Source: an optimization exercise on an open RTL-to-GDS flow (aim: small area and a short achievable clock period). Production flows keep margins and buffers that such runs may drop.
No functional check of the RTL was part of any run shown here.
Power and IR drop assume default switching activity.

==> design.v <==
module ecc144_codec (
    input  wire         clk,
    input  wire         rst,
    input  wire         in_valid,
    input  wire         in_op,         
    input  wire [2:0]   in_src,
    input  wire [127:0] in_data,
    input  wire [15:0]  in_check,
    output reg          out_valid,
    output reg  [127:0] out_data,
    output reg  [15:0]  out_check,
    output reg  [1:0]   out_status,
    output reg  [5:0]   out_sym,
    output reg  [3:0]   out_err,
    output reg  [15:0]  corr_cnt,
    output reg  [15:0]  uncorr_cnt,
    output reg  [2:0]   last_src,
    output reg  [5:0]   last_sym,
    output reg  [3:0]   last_err
);
    localparam [1:0] ST_OK = 2'd0, ST_CORR = 2'd1, ST_UNCORR = 2'd2;
    localparam [15:0] CNT_MAX = 16'hFFFE;
    function [3:0] gf_mul(input [3:0] x, input [3:0] y);
        reg [6:0] r;
        integer i;
        begin
            r = 7'd0;
            for (i = 0; i < 4; i = i + 1)
                if (y[i]) r = r ^ ({3'd0, x} << i);
            for (i = 6; i >= 4; i = i - 1)
                if (r[i]) r = r ^ (7'h13 << (i - 4));
            gf_mul = r[3:0];
        end
    endfunction
    wire [15:0] dsyn;
    wire t128 = in_data[47] ^ in_data[107];
    wire t129 = in_data[87] ^ in_data[91];
    wire t130 = in_data[21] ^ in_data[29];
    wire t131 = in_data[22] ^ in_data[30];
    wire t132 = in_data[120] ^ in_data[124];
    wire t133 = in_data[15] ^ in_data[76];
    wire t134 = in_data[31] ^ in_data[95];
    wire t135 = in_data[100] ^ in_data[108];
    wire t136 = in_data[23] ^ in_data[79];
    wire t137 = in_data[73] ^ in_data[77];
    wire t138 = in_data[121] ^ in_data[125];
    wire t139 = in_data[114] ^ in_data[122];
    wire t140 = in_data[39] ^ in_data[103];
    wire t141 = in_data[86] ^ in_data[94];
    wire t142 = in_data[20] ^ in_data[28];
    wire t143 = in_data[43] ^ in_data[111];
    wire t144 = t128 ^ t143;
    wire t145 = in_data[60] ^ in_data[92];
    wire t146 = in_data[46] ^ in_data[106];
    wire t147 = in_data[35] ^ in_data[99];
    wire t148 = in_data[45] ^ in_data[105];
    wire t149 = in_data[96] ^ in_data[104];
    wire t150 = in_data[85] ^ in_data[113];
    wire t151 = in_data[82] ^ in_data[90];
    wire t152 = in_data[84] ^ in_data[88];
    wire t153 = in_data[16] ^ in_data[24];
    wire t154 = in_data[115] ^ in_data[127];
    wire t155 = in_data[78] ^ in_data[126];
    wire t156 = in_data[6] ^ in_data[14];
    wire t157 = in_data[7] ^ in_data[71];
    wire t158 = in_data[65] ^ in_data[69];
    wire t159 = in_data[112] ^ in_data[116];
    wire t160 = in_data[119] ^ in_data[123];
    wire t161 = in_data[36] ^ in_data[44];
    wire t162 = in_data[49] ^ in_data[57];
    wire t163 = in_data[89] ^ in_data[93];
    wire t164 = in_data[51] ^ in_data[59];
    wire t165 = in_data[75] ^ in_data[83];
    wire t166 = t141 ^ t151;
    wire t167 = in_data[118] ^ t139;
    wire t168 = t129 ^ t140;
    wire t169 = t137 ^ t158;
    wire t170 = t132 ^ t159;
    wire t171 = in_data[117] ^ t138;
    wire t172 = t135 ^ t149;
    wire t173 = in_data[11] ^ t144;
    wire t174 = in_data[38] ^ in_data[102];
    wire t175 = in_data[64] ^ in_data[68];
    wire t176 = in_data[41] ^ in_data[97];
    wire t177 = in_data[50] ^ in_data[58];
    wire t178 = in_data[70] ^ in_data[74];
    wire t179 = in_data[18] ^ in_data[26];
    wire t180 = in_data[2] ^ in_data[10];
    wire t181 = in_data[5] ^ in_data[13];
    wire t182 = in_data[17] ^ in_data[25];
    wire t183 = in_data[32] ^ in_data[40];
    wire t184 = in_data[53] ^ in_data[61];
    wire t185 = in_data[98] ^ in_data[110];
    wire t186 = in_data[101] ^ in_data[109];
    wire t187 = in_data[4] ^ in_data[12];
    wire t188 = in_data[19] ^ in_data[27];
    wire t189 = in_data[48] ^ in_data[56];
    wire t190 = in_data[34] ^ in_data[42];
    wire t191 = t131 ^ t177;
    wire t192 = in_data[55] ^ t136;
    wire t193 = t130 ^ t182;
    wire t194 = in_data[72] ^ t175;
    wire t195 = in_data[52] ^ t145;
    wire t196 = t142 ^ t153;
    wire t197 = in_data[33] ^ t176;
    wire t198 = in_data[67] ^ t165;
    wire t199 = t154 ^ t160;
    wire t200 = t134 ^ t157;
    wire t201 = in_data[81] ^ t163;
    wire t202 = in_data[37] ^ t148;
    wire t203 = in_data[66] ^ t155;
    wire t204 = t146 ^ t174;
    wire t205 = in_data[80] ^ t152;
    wire t206 = t150 ^ t162;
    wire t207 = t147 ^ t170;
    wire t208 = t164 ^ t168;
    wire t209 = t172 ^ t183;
    wire t210 = t133 ^ t173;
    wire t211 = in_data[54] ^ in_data[62];
    wire t212 = in_data[1] ^ in_data[9];
    wire t213 = in_data[0] ^ in_data[8];
    wire t214 = t185 ^ t190;
    wire t215 = t156 ^ t180;
    wire t216 = t161 ^ t189;
    wire t217 = in_data[63] ^ t198;
    wire t218 = t166 ^ t167;
    wire t219 = t169 ^ t193;
    wire t220 = t192 ^ t200;
    wire t221 = in_data[3] ^ t199;
    wire t222 = t194 ^ t196;
    wire t223 = t171 ^ t186;
    wire t224 = t197 ^ t202;
    wire t225 = t195 ^ t205;
    wire t226 = t178 ^ t203;
    wire t227 = t184 ^ t201;
    wire t228 = t204 ^ t214;
    wire t229 = t188 ^ t208;
    wire t230 = t217 ^ t220;
    wire t231 = t179 ^ t211;
    wire t232 = t187 ^ t213;
    wire t233 = t181 ^ t212;
    wire t234 = t191 ^ t231;
    wire t235 = t207 ^ t221;
    wire t236 = t215 ^ t226;
    wire t237 = t209 ^ t222;
    wire t238 = t206 ^ t227;
    wire t239 = t218 ^ t234;
    wire t240 = t223 ^ t224;
    wire t241 = t219 ^ t233;
    wire t242 = t210 ^ t235;
    wire t243 = t229 ^ t230;
    wire t244 = in_data[75] ^ in_data[124];
    wire t245 = in_data[87] ^ in_data[115];
    wire t246 = in_data[126] ^ t244;
    wire t247 = in_data[113] ^ t161;
    wire t248 = t130 ^ t181;
    wire t249 = in_data[77] ^ t131;
    wire t250 = in_data[78] ^ t156;
    wire t251 = in_data[104] ^ t248;
    wire t252 = t166 ^ t206;
    wire t253 = t169 ^ t216;
    wire t254 = in_data[90] ^ t171;
    wire t255 = t142 ^ t246;
    wire t256 = t128 ^ t167;
    wire t257 = t225 ^ t232;
    wire t258 = t249 ^ t252;
    wire t259 = t228 ^ t251;
    wire t260 = t136 ^ t209;
    wire t261 = t238 ^ t240;
    wire t262 = in_data[79] ^ t239;
    wire t263 = t228 ^ t236;
    wire t264 = t237 ^ t257;
    wire t265 = t241 ^ t261;
    wire t266 = t242 ^ t243;
    wire t267 = in_data[76] ^ t170;
    wire t268 = t216 ^ t267;
    wire t269 = t268 ^ t264;
    wire t270 = t239 ^ t263;
    wire t271 = in_data[15] ^ t147;
    wire t272 = t271 ^ t173;
    wire t273 = t221 ^ t272;
    wire t274 = t243 ^ t273;
    wire t275 = in_data[27] ^ in_data[59];
    wire t276 = in_data[63] ^ in_data[68];
    wire t277 = in_data[84] ^ in_data[91];
    wire t278 = in_data[116] ^ in_data[123];
    wire t279 = in_data[127] ^ t134;
    wire t280 = t135 ^ t162;
    wire t281 = t184 ^ t187;
    wire t282 = t275 ^ t276;
    wire t283 = t277 ^ t278;
    wire t284 = t195 ^ t247;
    wire t285 = t279 ^ t280;
    wire t286 = t281 ^ t282;
    wire t287 = t283 ^ t255;
    wire t288 = t284 ^ t285;
    wire t289 = t286 ^ t210;
    wire t290 = t240 ^ t287;
    wire t291 = t288 ^ t262;
    wire t292 = t289 ^ t290;
    wire t293 = t291 ^ t292;
    wire t294 = in_data[8] ^ in_data[12];
    wire t295 = in_data[19] ^ in_data[24];
    wire t296 = in_data[28] ^ in_data[40];
    wire t297 = in_data[44] ^ in_data[51];
    wire t298 = in_data[56] ^ in_data[69];
    wire t299 = in_data[72] ^ in_data[88];
    wire t300 = in_data[93] ^ in_data[105];
    wire t301 = in_data[108] ^ in_data[119];
    wire t302 = in_data[121] ^ t132;
    wire t303 = t145 ^ t165;
    wire t304 = t179 ^ t245;
    wire t305 = t294 ^ t295;
    wire t306 = t296 ^ t297;
    wire t307 = t298 ^ t299;
    wire t308 = t300 ^ t301;
    wire t309 = t192 ^ t197;
    wire t310 = t302 ^ t303;
    wire t311 = t304 ^ t305;
    wire t312 = t306 ^ t307;
    wire t313 = t308 ^ t309;
    wire t314 = t310 ^ t311;
    wire t315 = t312 ^ t210;
    wire t316 = t258 ^ t259;
    wire t317 = t313 ^ t314;
    wire t318 = t315 ^ t316;
    wire t319 = t317 ^ t318;
    wire t320 = in_data[9] ^ in_data[13];
    wire t321 = in_data[23] ^ in_data[25];
    wire t322 = in_data[29] ^ in_data[41];
    wire t323 = in_data[57] ^ in_data[61];
    wire t324 = in_data[70] ^ in_data[83];
    wire t325 = in_data[98] ^ in_data[106];
    wire t326 = in_data[109] ^ t134;
    wire t327 = t137 ^ t138;
    wire t328 = t139 ^ t141;
    wire t329 = t148 ^ t163;
    wire t330 = t188 ^ t189;
    wire t331 = t190 ^ t320;
    wire t332 = t321 ^ t322;
    wire t333 = t323 ^ t324;
    wire t334 = t325 ^ t144;
    wire t335 = t168 ^ t191;
    wire t336 = t196 ^ t250;
    wire t337 = t326 ^ t327;
    wire t338 = t328 ^ t329;
    wire t339 = t330 ^ t331;
    wire t340 = t332 ^ t333;
    wire t341 = t207 ^ t225;
    wire t342 = t334 ^ t335;
    wire t343 = t336 ^ t337;
    wire t344 = t338 ^ t339;
    wire t345 = t340 ^ t341;
    wire t346 = t342 ^ t343;
    wire t347 = t344 ^ t345;
    wire t348 = t346 ^ t347;
    wire t349 = in_data[10] ^ in_data[14];
    wire t350 = in_data[15] ^ in_data[26];
    wire t351 = in_data[30] ^ in_data[42];
    wire t352 = in_data[43] ^ in_data[52];
    wire t353 = in_data[58] ^ in_data[60];
    wire t354 = in_data[62] ^ in_data[74];
    wire t355 = in_data[94] ^ in_data[107];
    wire t356 = in_data[110] ^ in_data[122];
    wire t357 = in_data[123] ^ t146;
    wire t358 = t155 ^ t164;
    wire t359 = t245 ^ t349;
    wire t360 = t350 ^ t351;
    wire t361 = t352 ^ t353;
    wire t362 = t354 ^ t355;
    wire t363 = t356 ^ t193;
    wire t364 = t200 ^ t216;
    wire t365 = t357 ^ t358;
    wire t366 = t359 ^ t360;
    wire t367 = t361 ^ t362;
    wire t368 = t207 ^ t254;
    wire t369 = t363 ^ t364;
    wire t370 = t365 ^ t366;
    wire t371 = t367 ^ t238;
    wire t372 = t260 ^ t368;
    wire t373 = t369 ^ t370;
    wire t374 = t371 ^ t372;
    wire t375 = t373 ^ t374;
    wire t376 = in_data[92] ^ t172;
    wire t377 = t194 ^ t205;
    wire t378 = t376 ^ t377;
    wire t379 = t378 ^ t266;
    wire t380 = in_data[97] ^ in_data[105];
    wire t381 = t150 ^ t380;
    wire t382 = t201 ^ t381;
    wire t383 = t223 ^ t253;
    wire t384 = t382 ^ t383;
    wire t385 = t264 ^ t384;
    wire t386 = t266 ^ t385;
    wire t387 = in_data[102] ^ in_data[106];
    wire t388 = t185 ^ t387;
    wire t389 = t388 ^ t218;
    wire t390 = t226 ^ t389;
    wire t391 = t390 ^ t265;
    wire t392 = in_data[71] ^ in_data[95];
    wire t393 = in_data[99] ^ in_data[103];
    wire t394 = in_data[107] ^ in_data[111];
    wire t395 = t129 ^ t392;
    wire t396 = t393 ^ t394;
    wire t397 = t198 ^ t199;
    wire t398 = t395 ^ t396;
    wire t399 = t397 ^ t398;
    wire t400 = t399 ^ t262;
    wire t401 = t263 ^ t400;
    wire t402 = in_data[3] ^ in_data[11];
    wire t403 = in_data[31] ^ in_data[67];
    wire t404 = t131 ^ t153;
    wire t405 = t154 ^ t179;
    wire t406 = t186 ^ t187;
    wire t407 = t402 ^ t403;
    wire t408 = t404 ^ t405;
    wire t409 = t406 ^ t407;
    wire t410 = t208 ^ t219;
    wire t411 = t224 ^ t225;
    wire t412 = t256 ^ t408;
    wire t413 = t409 ^ t236;
    wire t414 = t260 ^ t410;
    wire t415 = t411 ^ t412;
    wire t416 = t413 ^ t414;
    wire t417 = t415 ^ t416;
    wire t418 = in_data[37] ^ in_data[45];
    wire t419 = in_data[64] ^ in_data[85];
    wire t420 = in_data[100] ^ in_data[112];
    wire t421 = t133 ^ t152;
    wire t422 = t157 ^ t160;
    wire t423 = t213 ^ t418;
    wire t424 = t419 ^ t420;
    wire t425 = t215 ^ t421;
    wire t426 = t422 ^ t423;
    wire t427 = t424 ^ t227;
    wire t428 = t253 ^ t255;
    wire t429 = t256 ^ t425;
    wire t430 = t426 ^ t229;
    wire t431 = t259 ^ t427;
    wire t432 = t428 ^ t429;
    wire t433 = t430 ^ t431;
    wire t434 = t432 ^ t433;
    wire t435 = in_data[7] ^ in_data[38];
    wire t436 = in_data[46] ^ in_data[65];
    wire t437 = in_data[66] ^ in_data[89];
    wire t438 = in_data[101] ^ in_data[125];
    wire t439 = t130 ^ t140;
    wire t440 = t178 ^ t211;
    wire t441 = t212 ^ t435;
    wire t442 = t436 ^ t437;
    wire t443 = t438 ^ t202;
    wire t444 = t232 ^ t250;
    wire t445 = t439 ^ t440;
    wire t446 = t441 ^ t442;
    wire t447 = t222 ^ t443;
    wire t448 = t444 ^ t445;
    wire t449 = t446 ^ t258;
    wire t450 = t447 ^ t448;
    wire t451 = t242 ^ t449;
    wire t452 = t450 ^ t451;
    wire t453 = in_data[39] ^ in_data[47];
    wire t454 = in_data[86] ^ in_data[114];
    wire t455 = t129 ^ t133;
    wire t456 = t180 ^ t453;
    wire t457 = t454 ^ t191;
    wire t458 = t203 ^ t204;
    wire t459 = t247 ^ t455;
    wire t460 = t456 ^ t254;
    wire t461 = t457 ^ t458;
    wire t462 = t459 ^ t230;
    wire t463 = t237 ^ t241;
    wire t464 = t460 ^ t461;
    wire t465 = t462 ^ t463;
    wire t466 = t464 ^ t465;
    assign dsyn[0] = t269;
    assign dsyn[1] = t265;
    assign dsyn[2] = t270;
    assign dsyn[3] = t274;
    assign dsyn[4] = t293;
    assign dsyn[5] = t319;
    assign dsyn[6] = t348;
    assign dsyn[7] = t375;
    assign dsyn[8] = t379;
    assign dsyn[9] = t386;
    assign dsyn[10] = t391;
    assign dsyn[11] = t401;
    assign dsyn[12] = t417;
    assign dsyn[13] = t434;
    assign dsyn[14] = t452;
    assign dsyn[15] = t466;
    reg         r1_valid;
    reg         r1_op;
    reg [2:0]   r1_src;
    reg [127:0] r1_data;
    reg [15:0]  r1_check;
    reg [15:0]  r1_dsyn;
    always @(posedge clk) begin
        if (rst) r1_valid <= 1'b0;
        else     r1_valid <= in_valid;
        r1_op    <= in_op;
        r1_src   <= in_src;
        r1_data  <= in_data;
        r1_check <= in_check;
        r1_dsyn  <= dsyn;
    end
    wire [3:0] d0 = r1_dsyn[3:0];
    wire [3:0] d1 = r1_dsyn[7:4];
    wire [3:0] d2 = r1_dsyn[11:8];
    wire [3:0] d3 = r1_dsyn[15:12];
    wire [3:0] k0 = r1_check[3:0];
    wire [3:0] k1 = r1_check[7:4];
    wire [3:0] k2 = r1_check[11:8];
    wire [3:0] k3 = r1_check[15:12];
    wire [3:0] c1 = d3 ^ gf_mul(4'h8, d2);
    wire [3:0] c3 = d1 ^ c1;
    wire [3:0] c2 = d2 ^ c3;
    wire [3:0] c0 = d0 ^ d2 ^ c1;
    wire [15:0] enc_check = {c3, c2, c1, c0};
    wire [3:0] s0 = d0 ^ k0 ^ k1 ^ k2 ^ k3;
    wire [3:0] s1 = d1 ^ k1 ^ k3;
    wire [3:0] s2 = d2 ^ k2 ^ k3;
    wire [3:0] s3 = d3 ^ k1 ^ gf_mul(4'h8, k2 ^ k3);
    wire nz0  = |s0;
    wire zero = ~|{s3, s2, s1, s0};
    wire [15:0] eq1;
    wire [3:0]  eq2;
    genvar gc;
    generate
        for (gc = 0; gc < 16; gc = gc + 1) begin : g_eq1
            assign eq1[gc] = (s1 == gf_mul(gc, s0));
        end
        for (gc = 0; gc < 4; gc = gc + 1) begin : g_eq2
            assign eq2[gc] = (s2 == gf_mul(gc, s0));
        end
    endgenerate
    wire [3:0] qe  = gf_mul(s1, s1) ^ gf_mul(s1, s2) ^ gf_mul(4'h8, gf_mul(s2, s2)) ^ gf_mul(s0, s3);
    wire       qok = (qe == 4'h0);
    wire is_data = eq2[2] | eq2[3];
    wire posok   = is_data | ((eq2[0] | eq2[1]) & (eq1[0] | eq1[1]));
    wire corr    = nz0 & qok & posok;
    wire [3:0] a_bin;
    assign a_bin[0] = |{eq1[1], eq1[3], eq1[5], eq1[7], eq1[9], eq1[11], eq1[13], eq1[15]};
    assign a_bin[1] = |{eq1[2], eq1[3], eq1[6], eq1[7], eq1[10], eq1[11], eq1[14], eq1[15]};
    assign a_bin[2] = |{eq1[4], eq1[5], eq1[6], eq1[7], eq1[12], eq1[13], eq1[14], eq1[15]};
    assign a_bin[3] = |eq1[15:8];
    wire [5:0] pos = is_data ? {1'b0, eq2[3], a_bin} : {2'b10, 2'b00, eq2[1], a_bin[0]};
    wire [1:0] dec_status = zero ? ST_OK : (corr ? ST_CORR : ST_UNCORR);
    wire [5:0] dec_sym    = corr ? pos : 6'd0;
    wire [3:0] dec_err    = corr ? s0 : 4'h0;
    wire g0 = r1_op & qok & eq2[0];
    wire g1 = r1_op & qok & eq2[1];
    wire g2 = r1_op & qok & eq2[2];
    wire g3 = r1_op & qok & eq2[3];
    wire [127:0] cdata;
    generate
        for (gc = 0; gc < 16; gc = gc + 1) begin : g_cd
            assign cdata[4*gc +: 4]      = s0 & {4{g2 & eq1[gc]}};
            assign cdata[64 + 4*gc +: 4] = s0 & {4{g3 & eq1[gc]}};
        end
    endgenerate
    wire [15:0] ccheck = {s0 & {4{g1 & eq1[1]}}, s0 & {4{g1 & eq1[0]}},
                          s0 & {4{g0 & eq1[1]}}, s0 & {4{g0 & eq1[0]}}};
    reg [2:0] out_src;
    always @(posedge clk) begin
        if (rst) out_valid <= 1'b0;
        else     out_valid <= r1_valid;
        out_src    <= r1_src;
        out_data   <= r1_data ^ cdata;
        out_check  <= r1_op ? (r1_check ^ ccheck) : enc_check;
        out_status <= r1_op ? dec_status : ST_OK;
        out_sym    <= r1_op ? dec_sym : 6'd0;
        out_err    <= r1_op ? dec_err : 4'h0;
    end
    always @(posedge clk) begin
        if (rst) begin
            corr_cnt   <= 16'd0;
            uncorr_cnt <= 16'd0;
            last_src   <= 3'd0;
            last_sym   <= 6'd0;
            last_err   <= 4'h0;
        end else if (out_valid) begin
            if (out_status == ST_CORR) begin
                if (corr_cnt != CNT_MAX) corr_cnt <= corr_cnt + 16'd1;
                last_src <= out_src;
                last_sym <= out_sym;
                last_err <= out_err;
            end
            if (out_status == ST_UNCORR && uncorr_cnt != CNT_MAX)
                uncorr_cnt <= uncorr_cnt + 16'd1;
        end
    end
endmodule
==> run.sh <==
#!/bin/bash
# synth_recipe.tcl (not shown) runs the flow's synth.tcl, then flattens the netlist and writes it again
# the make line also repeats each setting of config.mk as NAME=value (left out here)
make -C /OpenROAD-flow-scripts/flow DESIGN_CONFIG=/design/flow/config.mk WORK_HOME=/design/flow/orfs CLKGATE_MAP_FILE= SYNTH_SCRIPT=/design/flow/synth_recipe.tcl finish
==> config.mk <==
export PLATFORM = sky130hd
export DESIGN_NAME = ecc144_codec
export DESIGN_NICKNAME = ecc144_codec
export VERILOG_FILES = /design/flow/design.v
export SDC_FILE = /design/flow/constraint.sdc
export NUM_CORES = 4
export LEC_CHECK = 0
export CAP_MARGIN = 20
export CORE_MARGIN = 2
export CORE_UTILIZATION = 40
export SLEW_MARGIN = 20
==> constraint.sdc <==
create_clock -name core_clock -period 7.5 [get_ports {clk}]
set_input_delay 1.5000 -clock core_clock [delete_from_list [all_inputs] [get_ports {clk}]]
set_output_delay 1.5000 -clock core_clock [all_outputs]
set_load 0.01 [all_outputs]
==> results of run 1 <==
worst max-delay path: cells and delay by family, from the launching register on:
| family | cells | cell delay, ns |
|---|---|---|
| XOR/XNOR | 3 | 1.12 |
| buffers and inverters | 3 | 1.01 |
| AND/OR/NAND/NOR | 3 | 0.84 |
| AO/OA/AOI/OAI | 2 | 0.67 |
| flip-flops | 1 | 0.55 |
| adder cells (fa/ha/maj) | 1 | 0.53 |
registers in the layout, indices dropped and copies added (netlist names), 2 cells and up:
signal,count
out_check,16
out_src,3
out_data,128
uncorr_cnt,16
out_err,4
r1_dsyn,16
last_src,3
r1_data,128
out_status,2
corr_cnt,16
out_sym,6
last_sym,6
r1_src,3
r1_check,16
last_err,4
cells by family (layout without fill, tap and decap cells):
kind of cell	after synthesis	in the layout	synth area share
flops	370	370	0.440
compound gates	101	101	0.0391
simple gates	454	454	0.141
fa+ha+maj	7	7	0.00520
mux	8	8	0.00475
xor+xnor	607	607	0.346
other cells	0	6	0
buf+inv	84	464	0.0243
cell type report:
cell class,count,area [µm²]
diodes,6,15.0
clock buffers,59,1180
clock inverters,13,210
fillers,3698,19400
inverters,16,60.1
multi-input cells,1177,9100
flip-flops and latches,370,7410
well taps,539,674
repair buffers,376,3720
path summary, 6_finish.rpt:
check              startpoint    endpoint  depth (start not counted)
setup / recovery  r1_check[5]  out_sym[1]                         12
hold / removal      r1_src[1]  out_src[1]                          0
setup reg to reg  r1_check[5]  out_sym[1]                         12
hold reg to reg     r1_src[1]  out_src[1]                          0
metal layers:
metal | wire length [µm] | up-vias | track usage
met3 | 4060 | 126 | 0.0652
met2 | 28000 | 463 | 0.440
li1 | - | 6073 | -
met1 | 24700 | 6038 | 0.332
met4 | 2380 | 8 | 0.117
met5 | 65 | - | 0
cell usage in the layout (no fill, tap or decap), types with 13 or more instances in the layout:
cell / n
dfxtp_1: 370
xnor2_1: 369
clkdlybuf4s50_1: 352
xor2_1: 200
nand2_1: 93
nor3_1: 91
nor2_1: 80
nand3_1: 63
clkbuf_16: 40
a21oi_1: 26
nor3_2: 26
buf_4: 23
or3_1: 21
o21ai_0: 20
xnor3_1: 18
inv_1: 13
nor3b_1: 13
report_power, final:
| part | internal (mW) | total [mW] | leakage [nW] | switching (mW) |
|---|---|---|---|---|
| Sequential | 2.18 | 2.32 | 3.10 | 0.146 |
| Combinational | 2.32 | 6.04 | 4.53 | 3.72 |
| Clock | 1.21 | 2.06 | 0.674 | 0.846 |
==> impl_metrics.tcl, run 1 <==
set metrics [dict create \
    fin_worst_skew_ns 0.0262 \
    crit_required_ns 7.93 \
    cts_tree "built" \
    vdd.ir_drop.worst_mv 0.516 \
    post_cts_repair_resize_count 0 \
    hold_class "flip-flop to flip-flop" \
    yosys_most_used_dff "dfxtp_1" \
    drt_via_density 4.97 \
    pre_cts_slack_ns 2.63 \
    place_area_um2 20900 \
    gpl.final_weighted_congestion 0.923 \
    most_common_cell_on_crit_path "buf_4" \
    drtIter0Drc 877 \
    cts_hold_buffers 0 \
    crit_path_top_delay_cell "o21ai_1" \
    coreArea_um2 41800 \
    net_count_final 2139 \
    first_pass_iters 6 \
    layoutNonFillerInstCount 2556 \
    fin_total_pwr_mw 10.4 \
    cts.sinks 370 \
    vias 12700 \
    status "no timing/DRC/antenna violations" \
    min_period_ns 4.87 \
    critPathMaxFanout 13 \
    via_count_of_the_first_global_routing_pass 13000 \
    synthCells 1631 \
    finish.instance_area_um2 22400 \
    maxCapViolations 0 \
    grt_remaining_overflow 0 \
    fin_tns_setup_ns 0 \
    clkLatencyLatePin_ns 0.59 \
    rsz0062_at_grt "false" \
    clock_pin_slew_reported_for_the_worst_setup_and_hold_paths_after_clock_tree_synthesis_ns 0.06 \
    routed_wl_mm 59.2 \
    report.final.setup_viol 0 \
    synth_top_cells_by_area "dfxtp_1, xnor2_1, xor2_1" \
    hpwlAfterDp_mm 45.7 \
    route.antenna.remaining_nets 0 \
    layout-area-overhead-vs-synth_pct 32.8 \
    remaining_drc_errors 0 \
    max-slew-margin-rel 0.290 \
    end_kind "flip-flop" \
    avgRoutedWirePerCell_um 23.2 \
    finish.utilization 0.536 \
    synth_common_cells "dfxtp_1, xnor2_1, xor2_1, nand2_1, nor3_1" \
    async_reset_ff_frac 0 \
    path_cells "xnor3_1 -> xnor2_2 -> buf_4 -> inv_1 -> ha_1 -> xnor2_1 -> or3_1 -> a211oi_1 -> o21ai_1 -> buf_4 -> nor4bb_1 -> nor3_2" \
    grt_start_max_net_pins 51 \
    die_x_um 209 \
    start_kind "flip-flop" \
    start_util 0.403 \
    worstPathArrival_ns 5.30 \
    placement.io_buffers 352 \
    synthesis.area_um2 16800 \
    die_height_um 209 \
    fin_ws_ns 2.63 \
    timing_hold_violations_final 0 \
    mappedNetlistNets 1789 \
    timing.hold.ws_ns 0.321 \
    cts_setup_buffers 0 \
    clock_root_cell "clkbuf_16" \
    cts_inserted_buffers 40 \
    yosysWarnings 1 \
    ios 353 \
    cpPeakStageDelay_ns 0.60 \
    slew_viols_final 0 \
    yosys.area.top_type "dfxtp_1" \
    average_footprint_of_a_synthesized_cell_um2 10.3 \
    antenna_violations_before_repair 11 \
    max_freq_mhz 206 \
    ff2ff_setup_slack_ns 2.63 \
    post_synth_num_cell_types 66 \
    critPathKind "flip-flop to flip-flop" \
    tightestPinTransition_ns 1.06 \
    dp.cells 2477 \
    bufs_on_longest_clock_path 3 \
    fp.dieArea_um2 43800 \
    deepest_level_of_the_cts_h_tree 2 \
    yosysSeqAreaShare 0.440 \
    num_rows 75 \
    grtUsageTotal 0.267 \
    first_pass_grt_wire_length_mm 85.3 \
    timing.final.crit_share 0.649 \
    power_per_cell_area_nw_per_um2 466 \
    synth_top_area_frac 0.440 \
    synth_enable_flop_cells 0 \
    leakagePower_nw 8.31 \
    share_of_final_layout_standard_cells_stronger_than_drive_strength_1 0.0736 \
    yosys_register_bits 370 \
]
==> run 2: changes to the inputs <==
--- a/config.mk
+++ b/config.mk
@@ -9,3 +9,4 @@
 export CORE_MARGIN = 2
 export CORE_UTILIZATION = 40
+export SETUP_SLACK_MARGIN = 4.5
 export SLEW_MARGIN = 20
==> run 2 against run 1 <==
Sequential share of layout area shrank 5.8 points. Clock skew shrank 0.0048 ns. Design area grew 22%. Final cell count grew 6.3%. Hold slack gained 0.0065 ns. Combinational power grew 97%.
==> impl_metrics.tcl, run 2 <==
set metrics [dict create \
    status "no timing/DRC/antenna violations" \
    die_x_um 209 \
    avgRoutedWirePerCell_um 24.5 \
    power_report.internal_total_mw 8.83 \
    clkLatencyLatePin_ns 0.58 \
    post_synth_num_cell_types 66 \
    clock_pin_slew_reported_for_the_worst_setup_and_hold_paths_after_clock_tree_synthesis_ns 0.06 \
    yosysSeqAreaShare 0.440 \
    dp.cells 2469 \
    cts_tree "built" \
    power.combinational.fraction 0.731 \
    critPathKind "flip-flop to flip-flop" \
    min_period_ns 3.73 \
    synth_enable_flop_cells 0 \
    via_count_of_the_first_global_routing_pass 14100 \
    power_per_cell_area_nw_per_um2 597 \
    deepest_level_of_the_cts_h_tree 2 \
    cts_inserted_buffers 40 \
    final_common_cell "dfxtp_1" \
    r2r_end "out_sym[1]" \
    worstPathArrival_ns 4.17 \
    switching_pwr_mw 7.46 \
    fin_tns_setup_ns 0 \
    tightestPinTransition_ns 1.17 \
    start_kind "flip-flop" \
    timing_hold_violations_final 0 \
    yosys.area.top_type "dfxtp_1" \
    max-slew-margin-rel 0.220 \
    critPathMaxFanout 7 \
    biggestRegsByFlops "out_data (128), r1_data (128)" \
    fp.dieArea_um2 43800 \
    layout-area-overhead-vs-synth_pct 61.9 \
    async_reset_ff_frac 0 \
    route.antenna.remaining_nets 0 \
    gpl.final_weighted_congestion 0.909 \
    die_height_um 209 \
    first_pass_grt_wire_length_mm 93.4 \
    yosysWarnings 1 \
    maxCapViolations 0 \
    report.final.setup_viol 0 \
    bufs_on_longest_clock_path 3 \
    swShare 0.458 \
    yosys_most_used_dff "dfxtp_1" \
    grtUsageTotal 0.291 \
    cts.sinks 370 \
    drtIter0Drc 990 \
    mappedNetlistNets 1789 \
    rsz0062_at_grt "true" \
    synthesis.area_um2 16800 \
    vias 14000 \
    num-fill-cells 3228 \
    synth_common_cells "dfxtp_1, xnor2_1, xor2_1, nand2_1, nor3_1" \
    synth_top_cells_by_area "dfxtp_1, xnor2_1, xor2_1" \
    min-delay-start "r1_src[0]" \
    slew_viols_final 0 \
    timing.reg2reg.worst_path_depth 13 \
    vdd.ir_drop.worst_mv 0.601 \
    min_to "out_src[0]" \
    share_of_final_layout_standard_cells_stronger_than_drive_strength_1 0.309 \
    net_count_final 2303 \
    crit_required_ns 7.94 \
    yosys_register_bits 370 \
    synthCells 1631 \
    regToRegStartpoint "r1_check[10]" \
    clock_power_share 0.126 \
    hpwlAfterDp_mm 45.8 \
    clock_root_cell "clkbuf_16" \
    start_util 0.403 \
    routed_wl_mm 66.5 \
    ios 353 \
    antenna_violations_before_repair 9 \
    grt_start_max_net_pins 51 \
    holdPathStages 0 \
    cts_hold_buffers 0 \
    num_rows 75 \
    average_footprint_of_a_synthesized_cell_um2 10.3 \
    synth_top_area_frac 0.440 \
    ff2ff_setup_slack_ns 3.77 \
    max_freq_mhz 268 \
    end_kind "flip-flop" \
    fin_worst_skew_ns 0.0214 \
    placement.io_buffers 352 \
    layoutNonFillerInstCount 2716 \
    timing.final.crit_share 0.497 \
    most-common-layout-cells "dfxtp_1, xnor2_1, clkdlybuf4s50_1" \
    first_pass_iters 6 \
    grt_remaining_overflow 0 \
    remaining_drc_errors 0 \
    power.sequential.fraction 0.143 \
    hold_class "flip-flop to flip-flop" \
    coreArea_um2 41800 \
    leakagePower_nw 12.1 \
    drt_via_density 5.16 \
]
## run 2: cell count changes in the layout (fill, tap and decap cells not counted), sizes merged
cell           before  now
clkdlybuf4s50     352  195
buf                24  175
dlygate4sd2         0   91
dlymetal6s2s        0   64
clkbuf             59   67
o32a                1    5
clkinvlp            2    5
inv                17   14
bufbuf              0    2
diode               6    4
clkinv              7    6
## run 2: how the worst max path moves through the flow
stage,start,endpoint,slack [ns]
floorplan,r1_check[10],out_check[0],4.28
finish,r1_check[10],out_sym[1],3.77
global route,r1_check[14],out_data[124],3.70
detailed placement,r1_check[10],out_check[3],2.94
global placement,r1_check[10],out_check[3],3.05
CTS,r1_check[7],out_data[67],3.80
## run 2: power groups by stage
| stage | clock [mW] | combinational [mW] | sequential, mW |
|---|---|---|---|
| after global routing | 2.16 | 12.3 | 2.35 |
| after global placement | 0 | 6.33 | 2.37 |
| after CTS | 2.08 | 9.71 | 2.33 |
| final | 2.04 | 11.9 | 2.33 |
| after detailed placement | 0 | 6.34 | 2.37 |
| after floorplan | 0 | 4.86 | 2.34 |
## run 2: cell families (layout without fill, tap and decap cells)
kind of cell,after synthesis,in the layout,synth area share
xor+xnor,607,607,0.346
simple gates,454,454,0.141
flops,370,370,0.440
compound gates,101,105,0.0391
buf+inv,84,622,0.0243
mux,8,8,0.00475
fa+ha+maj,7,7,0.00520
other cells,0,4,0
## run 2: per-stage QoR
step | area [µm²] | worst slack (ns) | power [mW] | hold WS (ns) | utilization
after CTS | 25500 | 3.80 | 14.1 | 0.329 | 0.610
after global placement | 21600 | 3.05 | 8.70 | 0.313 | 0.516
after floorplan | 17600 | 4.28 | 7.20 | 0.310 | -
final | 27300 | 3.77 | 16.3 | 0.328 | 0.653
after detailed placement | 21600 | 2.94 | 8.71 | 0.315 | 0.516
after global routing | 27300 | 3.70 | 16.8 | 0.340 | 0.653
## run 2: what timing repair did
action,CTS,global route
gates resized for setup,349,246
gates cloned,15,8
pin swaps,111,158
buffers inserted,96,54
setup endpoints to repair,220,198
## run 2: layout make-up
class,instances,area (µm²),area share
clock buffers,59,1190,0.0438
well taps,539,674,0.0247
repair buffers,535,5570,0.204
flip-flops and latches,370,7450,0.273
clock inverters,11,153,0.00560
multi-input cells,1181,12100,0.445
diodes,4,10.0,0.000367
repair inverters,1,7.51,0.000275
inverters,16,75.1,0.00275
## run 2: critical path, cell delays in order, from the launching register on
cell and delay [ns]:
dfxtp_2 0.41, xnor3_2 0.38, buf_6 0.15, xor2_4 0.22, clkinv_4 0.15, buf_6 0.16, ha_4 0.24, buf_4 0.16
xnor2_2 0.34, nand3b_1 0.20, a22oi_2 0.11, or4_1 0.52, nor4bb_1 0.48, nor3_2 0.06
## run 2: routing by layer
metal	vias to the layer above	global-route usage	routed length, µm
li1	6446	-	-
met1	6891	0.365	27100
met2	537	0.489	31900
met3	146	0.0655	4690
met4	6	0.108	2700
met5	-	0	40

==> what the ideal ports hide <==
The results above use ideal ports. As a check the final layouts listed here were re-extracted and re-timed, cells and wires unchanged.
Step 1 sets driving cells, clkbuf_16 on the clock port and buf_2 on the other inputs (assumed; they add their load-dependent delay and slew).
Step 2 moves the port delays by t, midway between the first and last clock arrival at a register: inputs arrive t later, outputs are due t later. That takes back most of the time a late clock gives input paths.
a / b / c = ideal / step 1 / step 2; a / b = the first two.
| run | t, ns | setup slack, ns | pins driven straight from the clock port |
|---|---|---|---|
| run 1 | 0.628 | 2.634 / 2.634 / 2.634 | 1 |
| run 2 | 0.625 | 3.771 / 3.771 / 3.771 | 1 |
After both steps setup and hold are still met in every run listed.
